This design comes from an exercise in tuning for small area on the open sky130 flow, not from production work. Only simulation tests tie the RTL to the original design; equivalence was not proved.

==> inputs of branch maple <==
## row_pwm
module row_pwm (
    input  wire        clk,
    input  wire        rst,
    input  wire        tick,         
    input  wire        row_a,        
    input  wire [16:0] cfg_period,   
    input  wire        gstart,       
    input  wire        wr_duty,
    input  wire        wr_phase,
    input  wire [2:0]  wr_ch,
    input  wire [16:0] wr_data,      
    output reg  [7:0]  out,
    output reg  [16:0] cnt,
    output reg         wrap
);
    function [17:0] add17;           
        input [16:0] a, b;
        input        ci;
        integer k;
        reg c;
        begin
            c = ci;
            for (k = 0; k < 17; k = k + 1) begin
                add17[k] = a[k] ^ b[k] ^ c;
                c = (a[k] & b[k]) | (a[k] & c) | (b[k] & c);
            end
            add17[17] = c;
        end
    endfunction
    function [16:0] inc17;           
        input [16:0] a;
        integer k;
        reg c;
        begin
            c = 1'b1;
            for (k = 0; k < 17; k = k + 1) begin
                inc17[k] = a[k] ^ c;
                c = a[k] & c;
            end
        end
    endfunction
    function [16:0] dec17;           
        input [16:0] a;
        integer k;
        reg b;
        begin
            b = 1'b1;
            for (k = 0; k < 17; k = k + 1) begin
                dec17[k] = a[k] ^ b;
                b = ~a[k] & b;
            end
        end
    endfunction
    function lt17;                   
        input [16:0] a, b;
        integer k;
        reg c;
        begin
            c = 1'b0;
            for (k = 0; k < 17; k = k + 1)
                c = (~a[k] & b[k]) | (~(a[k] ^ b[k]) & c);
            lt17 = c;
        end
    endfunction
    reg  [16:0] per;
    wire [16:0] pmin    = row_a ? 17'd2500 : 17'd500;
    wire [16:0] cfg_cl  = lt17(cfg_period, pmin) ? pmin :
                          lt17(17'd100000, cfg_period) ? 17'd100000 : cfg_period;
    wire [16:0] cnt_inc = inc17(cnt);
    wire        at_end  = (cnt_inc == per);
    wire        do_wrap = gstart || (tick && at_end);
    wire [16:0] per_nx  = do_wrap ? cfg_cl : per;
    reg  [8:0]  gap;
    reg  [7:0]  frac;
    reg  [7:0]  m;
    wire        gap1    = (gap == 9'd1);
    wire        hit     = tick && !do_wrap && gap1;
    wire [17:0] fsum    = add17({9'd0, frac}, {9'd0, per[7:0]}, 1'b0);
  ...
==> module row_pwm, before the edit <==
module row_pwm (
    input  wire        clk,
    input  wire        rst,
    input  wire        tick,         
    input  wire        row_a,        
    input  wire [16:0] cfg_period,   
    input  wire        gstart,       
    input  wire        wr_duty,
    input  wire        wr_phase,
    input  wire [2:0]  wr_ch,
    input  wire [16:0] wr_data,      
    output reg  [7:0]  out,
    output reg  [16:0] cnt,
    output reg         wrap
);
    function [17:0] add17;           
        input [16:0] a, b;
        input        ci;
        integer k;
        reg c;
        begin
            c = ci;
            for (k = 0; k < 17; k = k + 1) begin
                add17[k] = a[k] ^ b[k] ^ c;
                c = (a[k] & b[k]) | (a[k] & c) | (b[k] & c);
            end
            add17[17] = c;
        end
    endfunction
    function [16:0] inc17;           
        input [16:0] a;
        integer k;
        reg c;
        begin
            c = 1'b1;
            for (k = 0; k < 17; k = k + 1) begin
                inc17[k] = a[k] ^ c;
                c = a[k] & c;
            end
        end
    endfunction
    function [16:0] dec17;           
        input [16:0] a;
        integer k;
        reg b;
        begin
            b = 1'b1;
            for (k = 0; k < 17; k = k + 1) begin
                dec17[k] = a[k] ^ b;
                b = ~a[k] & b;
            end
        end
    endfunction
    function lt17;                   
        input [16:0] a, b;
        integer k;
        reg c;
        begin
            c = 1'b0;
            for (k = 0; k < 17; k = k + 1)
                c = (~a[k] & b[k]) | (~(a[k] ^ b[k]) & c);
            lt17 = c;
        end
    endfunction
    reg  [16:0] per;
    wire [16:0] pmin    = row_a ? 17'd2500 : 17'd500;
    wire [16:0] cfg_cl  = lt17(cfg_period, pmin) ? pmin :
                          lt17(17'd100000, cfg_period) ? 17'd100000 : cfg_period;
    wire [16:0] cnt_inc = inc17(cnt);
    wire        at_end  = (cnt_inc == per);
    wire        do_wrap = gstart || (tick && at_end);
    wire [16:0] per_nx  = do_wrap ? cfg_cl : per;
    reg  [8:0]  gap;
    reg  [7:0]  frac;
    reg  [7:0]  m;
    wire        gap1    = (gap == 9'd1);
    wire        hit     = tick && !do_wrap && gap1;
    wire [17:0] fsum    = add17({9'd0, frac}, {9'd0, per[7:0]}, 1'b0);
    wire [17:0] gnext   = add17({8'd0, per[16:8]}, 17'd0, fsum[8]);
    wire [16:0] gdec    = dec17({8'd0, gap});
    wire [16:0] minc    = inc17({9'd0, m});
    always @(posedge clk) begin
        if (rst) begin
            m    <= 8'd1;
            gap  <= 9'd19;           
            frac <= 8'd136;          
        end else if (do_wrap) begin
            m    <= 8'd1;
            gap  <= per_nx[16:8];
            frac <= per_nx[7:0];
        end else if (tick) begin
            if (gap1) begin
                m    <= minc[7:0];
                gap  <= gnext[8:0];
                frac <= fsum[7:0];
            end else begin
                gap  <= gdec[8:0];
            end
        end
    end
    always @(posedge clk) begin
        if (rst) begin
            cnt  <= 17'd0;
            per  <= 17'd5000;
            wrap <= 1'b0;
        end else begin
            cnt  <= do_wrap ? 17'd0 : (tick ? cnt_inc : cnt);
            per  <= per_nx;
            wrap <= do_wrap;
        end
    end
    reg  [16:0] duty_w  [0:7];
    reg  [7:0]  phase_w [0:7];
    reg  [16:0] duty_a  [0:7];
    reg  [7:0]  phase_a [0:7];
    reg  [16:0] rem     [0:7];   
    reg  [16:0] mq      [0:7];   
    reg  [16:0] mp      [0:7];   
    reg         ra      [0:7];   
    reg         hc      [0:7];   
    integer i;
    reg  [16:0] dn, tminv, kend;
    reg         st, q, step, fin, lo, hi;
    reg  [17:0] sum;
    reg  [16:0] rdec;
    always @(posedge clk) begin
        if (rst) begin
            out <= 8'd0;
            for (i = 0; i < 8; i = i + 1) begin
                duty_w[i]  <= 17'd0;
                duty_a[i]  <= 17'd0;
                phase_w[i] <= 8'd32 * i[7:0];
                phase_a[i] <= 8'd32 * i[7:0];
                rem[i]     <= 17'd18;
                mq[i]      <= 17'd0;
                hc[i]      <= 1'b0;
            end
        end else begin
            for (i = 0; i < 8; i = i + 1) begin
                if (do_wrap) begin
                    duty_a[i]  <= duty_w[i];
                    phase_a[i] <= phase_w[i];
                end
                dn    = do_wrap ? duty_w[i] : duty_a[i];
                st    = do_wrap ? (phase_w[i] == 8'd0) : (hit && phase_a[i] == m);
                q     = mq[i][0];
                step  = (mq[i][16:1] != 16'd0);
                fin   = (mq[i] == 17'd1);
                sum   = add17(rem[i], q ? mp[i] : 17'd0, 1'b0);
                tminv = ra[i] ? 17'd100 : 17'd20;
                lo    = (rem[i][16:7] == 10'd0) && (rem[i][6:0] < tminv[6:0]);
                hi    = lt17(mp[i], add17(rem[i], tminv, 1'b0));
                kend  = hc[i] ? (ra[i] ? 17'd118 : 17'd38) : 17'd18;
                rdec  = dec17(rem[i]);
                if (dn == 17'd0) begin
                    rem[i] <= 17'd18;
                    hc[i]  <= 1'b0;
                    mq[i]  <= 17'd0;
                    out[i] <= 1'b0;
                end else if (dn[16]) begin
                    rem[i] <= 17'd18;
                    hc[i]  <= 1'b0;
                    mq[i]  <= 17'd0;
                    out[i] <= 1'b1;
                end else if (st) begin
                    rem[i] <= 17'd0;
                    hc[i]  <= 1'b0;
                    mq[i]  <= {1'b1, dn[15:0]};
                    mp[i]  <= per_nx;
                    ra[i]  <= row_a;
                    out[i] <= 1'b1;
                end else if (tick) begin
                    if (step) begin
                        rem[i] <= sum[17:1];
                        mq[i]  <= mq[i] >> 1;
                    end else if (fin) begin
                        if (lo)
                            rem[i] <= tminv;
                        else if (hi) begin
                            rem[i] <= mp[i];
                            hc[i]  <= 1'b1;
                        end
                        mq[i] <= 17'd0;
                    end else if (rem[i] != kend) begin
                        rem[i] <= rdec;
                    end else begin
                        out[i] <= 1'b0;
                    end
                end
            end
            if (wr_duty)
                duty_w[wr_ch] <= wr_data;
            if (wr_phase)
                phase_w[wr_ch] <= wr_data[7:0];
        end
    end
endmodule
clock: 20.0 ns
lec_check: 0
cap_margin: 20
core_margin: 2
core_utilization: 25
place_density: 0.45
slew_margin: 20
run.sh (not shown) runs the stock make flow with config.mk's settings and CLKGATE_MAP_FILE= SYNTH_SCRIPT=/design/flow/synth_recipe.tcl, a recipe that flattens the netlist after the stock synthesis.
==> branch violet: changes against branch maple <==
--- a/flow/design.v
+++ b/flow/design.v
@@ -81,9 +81,5 @@
     wire [16:0] minc    = inc17({9'd0, m});
     always @(posedge clk) begin
-        if (rst) begin
-            m    <= 8'd1;
-            gap  <= 9'd19;           
-            frac <= 8'd136;          
-        end else if (do_wrap) begin
+        if (do_wrap) begin
             m    <= 8'd1;
             gap  <= per_nx[16:8];
@@ -123,18 +119,6 @@
     reg         st, q, step, fin, lo, hi;
     reg  [17:0] sum;
-    reg  [16:0] rdec;
     always @(posedge clk) begin
-        if (rst) begin
-            out <= 8'd0;
-            for (i = 0; i < 8; i = i + 1) begin
-                duty_w[i]  <= 17'd0;
-                duty_a[i]  <= 17'd0;
-                phase_w[i] <= 8'd32 * i[7:0];
-                phase_a[i] <= 8'd32 * i[7:0];
-                rem[i]     <= 17'd18;
-                mq[i]      <= 17'd0;
-                hc[i]      <= 1'b0;
-            end
-        end else begin
+        begin
             for (i = 0; i < 8; i = i + 1) begin
                 if (do_wrap) begin
@@ -147,10 +131,10 @@
                 step  = (mq[i][16:1] != 16'd0);
                 fin   = (mq[i] == 17'd1);
-                sum   = add17(rem[i], q ? mp[i] : 17'd0, 1'b0);
+                sum   = add17(rem[i], step ? (q ? mp[i] : 17'd0) :
+                                      fin ? ~mp[i] : 17'h1ffff, 1'b0);
                 tminv = ra[i] ? 17'd100 : 17'd20;
                 lo    = (rem[i][16:7] == 10'd0) && (rem[i][6:0] < tminv[6:0]);
-                hi    = lt17(mp[i], add17(rem[i], tminv, 1'b0));
+                hi    = (sum[16:7] == 10'h3ff) && (~sum[6:0] < tminv[6:0]);
                 kend  = hc[i] ? (ra[i] ? 17'd118 : 17'd38) : 17'd18;
-                rdec  = dec17(rem[i]);
                 if (dn == 17'd0) begin
                     rem[i] <= 17'd18;
@@ -165,5 +149,4 @@
                 end else if (st) begin
                     rem[i] <= 17'd0;
-                    hc[i]  <= 1'b0;
                     mq[i]  <= {1'b1, dn[15:0]};
                     mp[i]  <= per_nx;
@@ -175,13 +158,12 @@
                         mq[i]  <= mq[i] >> 1;
                     end else if (fin) begin
+                        hc[i] <= hi && !lo;
                         if (lo)
                             rem[i] <= tminv;
-                        else if (hi) begin
+                        else if (hi)
                             rem[i] <= mp[i];
-                            hc[i]  <= 1'b1;
-                        end
                         mq[i] <= 17'd0;
                     end else if (rem[i] != kend) begin
-                        rem[i] <= rdec;
+                        rem[i] <= sum[16:0];
                     end else begin
                         out[i] <= 1'b0;
@@ -194,4 +176,12 @@
                 phase_w[wr_ch] <= wr_data[7:0];
         end
+        if (rst) begin
+            out <= 8'd0;
+            for (i = 0; i < 8; i = i + 1) begin
+                duty_w[i]  <= 17'd0;
+                duty_a[i]  <= 17'd0;
+                phase_w[i] <= 8'd32 * i[7:0];
+            end
+        end
     end
 endmodule
==> flow/flow/run.sh (new file) <==
#!/bin/bash
# The standard layout, with clock tree synthesis told not to add dummy
# loads (and the buffer and clustering choices of config.mk).
set -euo pipefail
export CTS_ARGS="-sink_clustering_enable -repair_clock_nets -dont_use_dummy_load -buf_list sky130_fd_sc_hd__clkbuf_4 -sink_clustering_size 10 -sink_clustering_max_diameter 40"
bash standard.sh > standard.log 2>&1
==> flow/standard.sh (new file) <==
#!/bin/bash
# synth_recipe.tcl (not shown) runs the flow's synth.tcl, then flattens the netlist and writes it again
# the make line also repeats each setting of config.mk as NAME=value (left out here)
make -C /OpenROAD-flow-scripts/flow DESIGN_CONFIG=/design/flow/config.mk WORK_HOME=/design/flow/orfs CLKGATE_MAP_FILE= SYNTH_SCRIPT=/design/flow/synth_recipe.tcl "${@:-finish}"
CAP_MARGIN = 10   (was 20)
CORE_UTILIZATION = 60   (was 25)
PLACE_DENSITY = 0.7   (was 0.45)
SLEW_MARGIN = 10   (was 20)
removed: flow/run.sh
==> branch pepper: changes against branch maple <==
--- a/flow/design.v
+++ b/flow/design.v
@@ -81,9 +81,5 @@
     wire [16:0] minc    = inc17({9'd0, m});
     always @(posedge clk) begin
-        if (rst) begin
-            m    <= 8'd1;
-            gap  <= 9'd19;           
-            frac <= 8'd136;          
-        end else if (do_wrap) begin
+        if (do_wrap) begin
             m    <= 8'd1;
             gap  <= per_nx[16:8];
@@ -123,18 +119,6 @@
     reg         st, q, step, fin, lo, hi;
     reg  [17:0] sum;
-    reg  [16:0] rdec;
     always @(posedge clk) begin
-        if (rst) begin
-            out <= 8'd0;
-            for (i = 0; i < 8; i = i + 1) begin
-                duty_w[i]  <= 17'd0;
-                duty_a[i]  <= 17'd0;
-                phase_w[i] <= 8'd32 * i[7:0];
-                phase_a[i] <= 8'd32 * i[7:0];
-                rem[i]     <= 17'd18;
-                mq[i]      <= 17'd0;
-                hc[i]      <= 1'b0;
-            end
-        end else begin
+        begin
             for (i = 0; i < 8; i = i + 1) begin
                 if (do_wrap) begin
@@ -147,10 +131,10 @@
                 step  = (mq[i][16:1] != 16'd0);
                 fin   = (mq[i] == 17'd1);
-                sum   = add17(rem[i], q ? mp[i] : 17'd0, 1'b0);
+                sum   = add17(rem[i], step ? (q ? mp[i] : 17'd0) :
+                                      fin ? ~mp[i] : 17'h1ffff, 1'b0);
                 tminv = ra[i] ? 17'd100 : 17'd20;
                 lo    = (rem[i][16:7] == 10'd0) && (rem[i][6:0] < tminv[6:0]);
-                hi    = lt17(mp[i], add17(rem[i], tminv, 1'b0));
+                hi    = (sum[16:7] == 10'h3ff) && (~sum[6:0] < tminv[6:0]);
                 kend  = hc[i] ? (ra[i] ? 17'd118 : 17'd38) : 17'd18;
-                rdec  = dec17(rem[i]);
                 if (dn == 17'd0) begin
                     rem[i] <= 17'd18;
@@ -165,5 +149,4 @@
                 end else if (st) begin
                     rem[i] <= 17'd0;
-                    hc[i]  <= 1'b0;
                     mq[i]  <= {1'b1, dn[15:0]};
                     mp[i]  <= per_nx;
@@ -175,13 +158,12 @@
                         mq[i]  <= mq[i] >> 1;
                     end else if (fin) begin
+                        hc[i] <= hi && !lo;
                         if (lo)
                             rem[i] <= tminv;
-                        else if (hi) begin
+                        else if (hi)
                             rem[i] <= mp[i];
-                            hc[i]  <= 1'b1;
-                        end
                         mq[i] <= 17'd0;
                     end else if (rem[i] != kend) begin
-                        rem[i] <= rdec;
+                        rem[i] <= sum[16:0];
                     end else begin
                         out[i] <= 1'b0;
@@ -194,4 +176,12 @@
                 phase_w[wr_ch] <= wr_data[7:0];
         end
+        if (rst) begin
+            out <= 8'd0;
+            for (i = 0; i < 8; i = i + 1) begin
+                duty_w[i]  <= 17'd0;
+                duty_a[i]  <= 17'd0;
+                phase_w[i] <= 8'd32 * i[7:0];
+            end
+        end
     end
 endmodule
==> flow/flow/run.sh (new file) <==
#!/bin/bash
# The standard layout, with clock tree synthesis told not to add dummy
# loads (and the buffer and clustering choices of config.mk).
set -euo pipefail
export CTS_ARGS="-sink_clustering_enable -repair_clock_nets -dont_use_dummy_load -buf_list sky130_fd_sc_hd__clkbuf_8 -sink_clustering_size 16 -sink_clustering_max_diameter 50"
bash standard.sh > standard.log 2>&1
==> flow/standard.sh (new file) <==
#!/bin/bash
# synth_recipe.tcl (not shown) runs the flow's synth.tcl, then flattens the netlist and writes it again
# the make line also repeats each setting of config.mk as NAME=value (left out here)
make -C /OpenROAD-flow-scripts/flow DESIGN_CONFIG=/design/flow/config.mk WORK_HOME=/design/flow/orfs CLKGATE_MAP_FILE= SYNTH_SCRIPT=/design/flow/synth_recipe.tcl "${@:-finish}"
CORE_UTILIZATION = 50   (was 25)
CTS_BUF_LIST = sky130_fd_sc_hd__clkbuf_8   (was unset)
CTS_CLUSTER_DIAMETER = 50   (was unset)
CTS_CLUSTER_SIZE = 16   (was unset)
PLACE_DENSITY = 0.65   (was 0.45)
removed: flow/run.sh
==> flow_metrics.env <==
export IMPL_dr_max_layer_used="met5"
export IMPL_status="complete, no violations"
export IMPL_p_int_uw=2990
export IMPL_min_from="phase_w[3][3]$_SDFFE_PP0P_"
export IMPL_synth_adder_area_share=0.0888
export IMPL_num_antenna_cells=8
export IMPL_nFillCells=6150
export IMPL_power_share_combinational=0.373
export IMPL_multi_input_cells=3276
export IMPL_grtUsageMet2=0.491
export IMPL_dr_first_iter_drc_count=3209
export IMPL_synth_edf_count=225
export IMPL_reg2reg_from="mq[0][4]$_SDFFE_PP0P_"
export IMPL_p_switching_uw=1700
export IMPL_multi_input_area_share=0.476
export IMPL_setup_ws_ns=9.45
# the run above: branch violet

==> flow_metrics.env <==
export IMPL_p_int_uw=3550
export IMPL_reg2reg_from="cnt[0]$_SDFFE_PP0P_"
export IMPL_dr_first_iter_drc_count=2151
export IMPL_dr_max_layer_used="met5"
export IMPL_nFillCells=20937
export IMPL_power_share_combinational=0.208
export IMPL_setup_ws_ns=11.47
export IMPL_p_switching_uw=1590
export IMPL_status="complete, no violations"
export IMPL_num_antenna_cells=4
export IMPL_min_from="hc[7]$_SDFFE_PP0P_"
export IMPL_synth_edf_count=344
# the run above: branch maple

==> flow_metrics.env <==
export IMPL_multi_input_area_share=0.471
export IMPL_synth_adder_area_share=0.0888
export IMPL_min_from="phase_w[0][3]$_SDFFE_PP0P_"
export IMPL_crit_cells=32
export IMPL_grt_util_all_layers=0.261
export IMPL_p_switching_uw=1710
export IMPL_status="complete, no violations"
export IMPL_synth_cell_types=74
export IMPL_num_antenna_cells=10
export IMPL_multi_input_cells=3276
export IMPL_p_int_uw=3100
export IMPL_reg2reg_to="rem[0][1]$_SDFFE_PP1P_"
export IMPL_grtUsageMet2=0.397
export IMPL_synth_edf_count=225
export IMPL_setup_ws_ns=9.61
export IMPL_nFillCells=7883
export IMPL_power_share_combinational=0.365
export IMPL_dr_first_iter_drc_count=2919
export IMPL_placed_area_um2=45800
export IMPL_dr_max_layer_used="met4"
# the run above: branch pepper

afterwards: timing with drivers on the ports:
The flow's constraints put no driver on any port. The routed layouts listed below were extracted and timed again, unchanged, in two steps. Step 1 sets driving cells, clkbuf_16 on the clock port and buf_2 on the other inputs (assumed; they add their load-dependent delay and slew). Step 2 adds t to the input delays and takes it off the output delays; t is the mean of the earliest and latest rising clock arrival at the registers after step 1. Input paths then give back, and output paths get back, about the clock's delay inside the block. Three values: no drivers, after step 1, after step 2; two values: the first two.
| run | t, ns | slack for setup (ns) | pins driven straight from the clock port |
|---|---|---|---|
| branch maple | 0.785 | 11.473 / 11.458 / 10.673 | 1 |
| branch violet | 1.074 | 9.448 / 9.448 / 9.448 | 1 |
| branch pepper | 0.789 | 9.611 / 9.611 / 9.611 | 1 |
After both steps every run listed still meets setup and hold. The setup slack of branch maple, which loses most, moves by -0.015 ns with the drivers and by -0.800 ns with both steps.
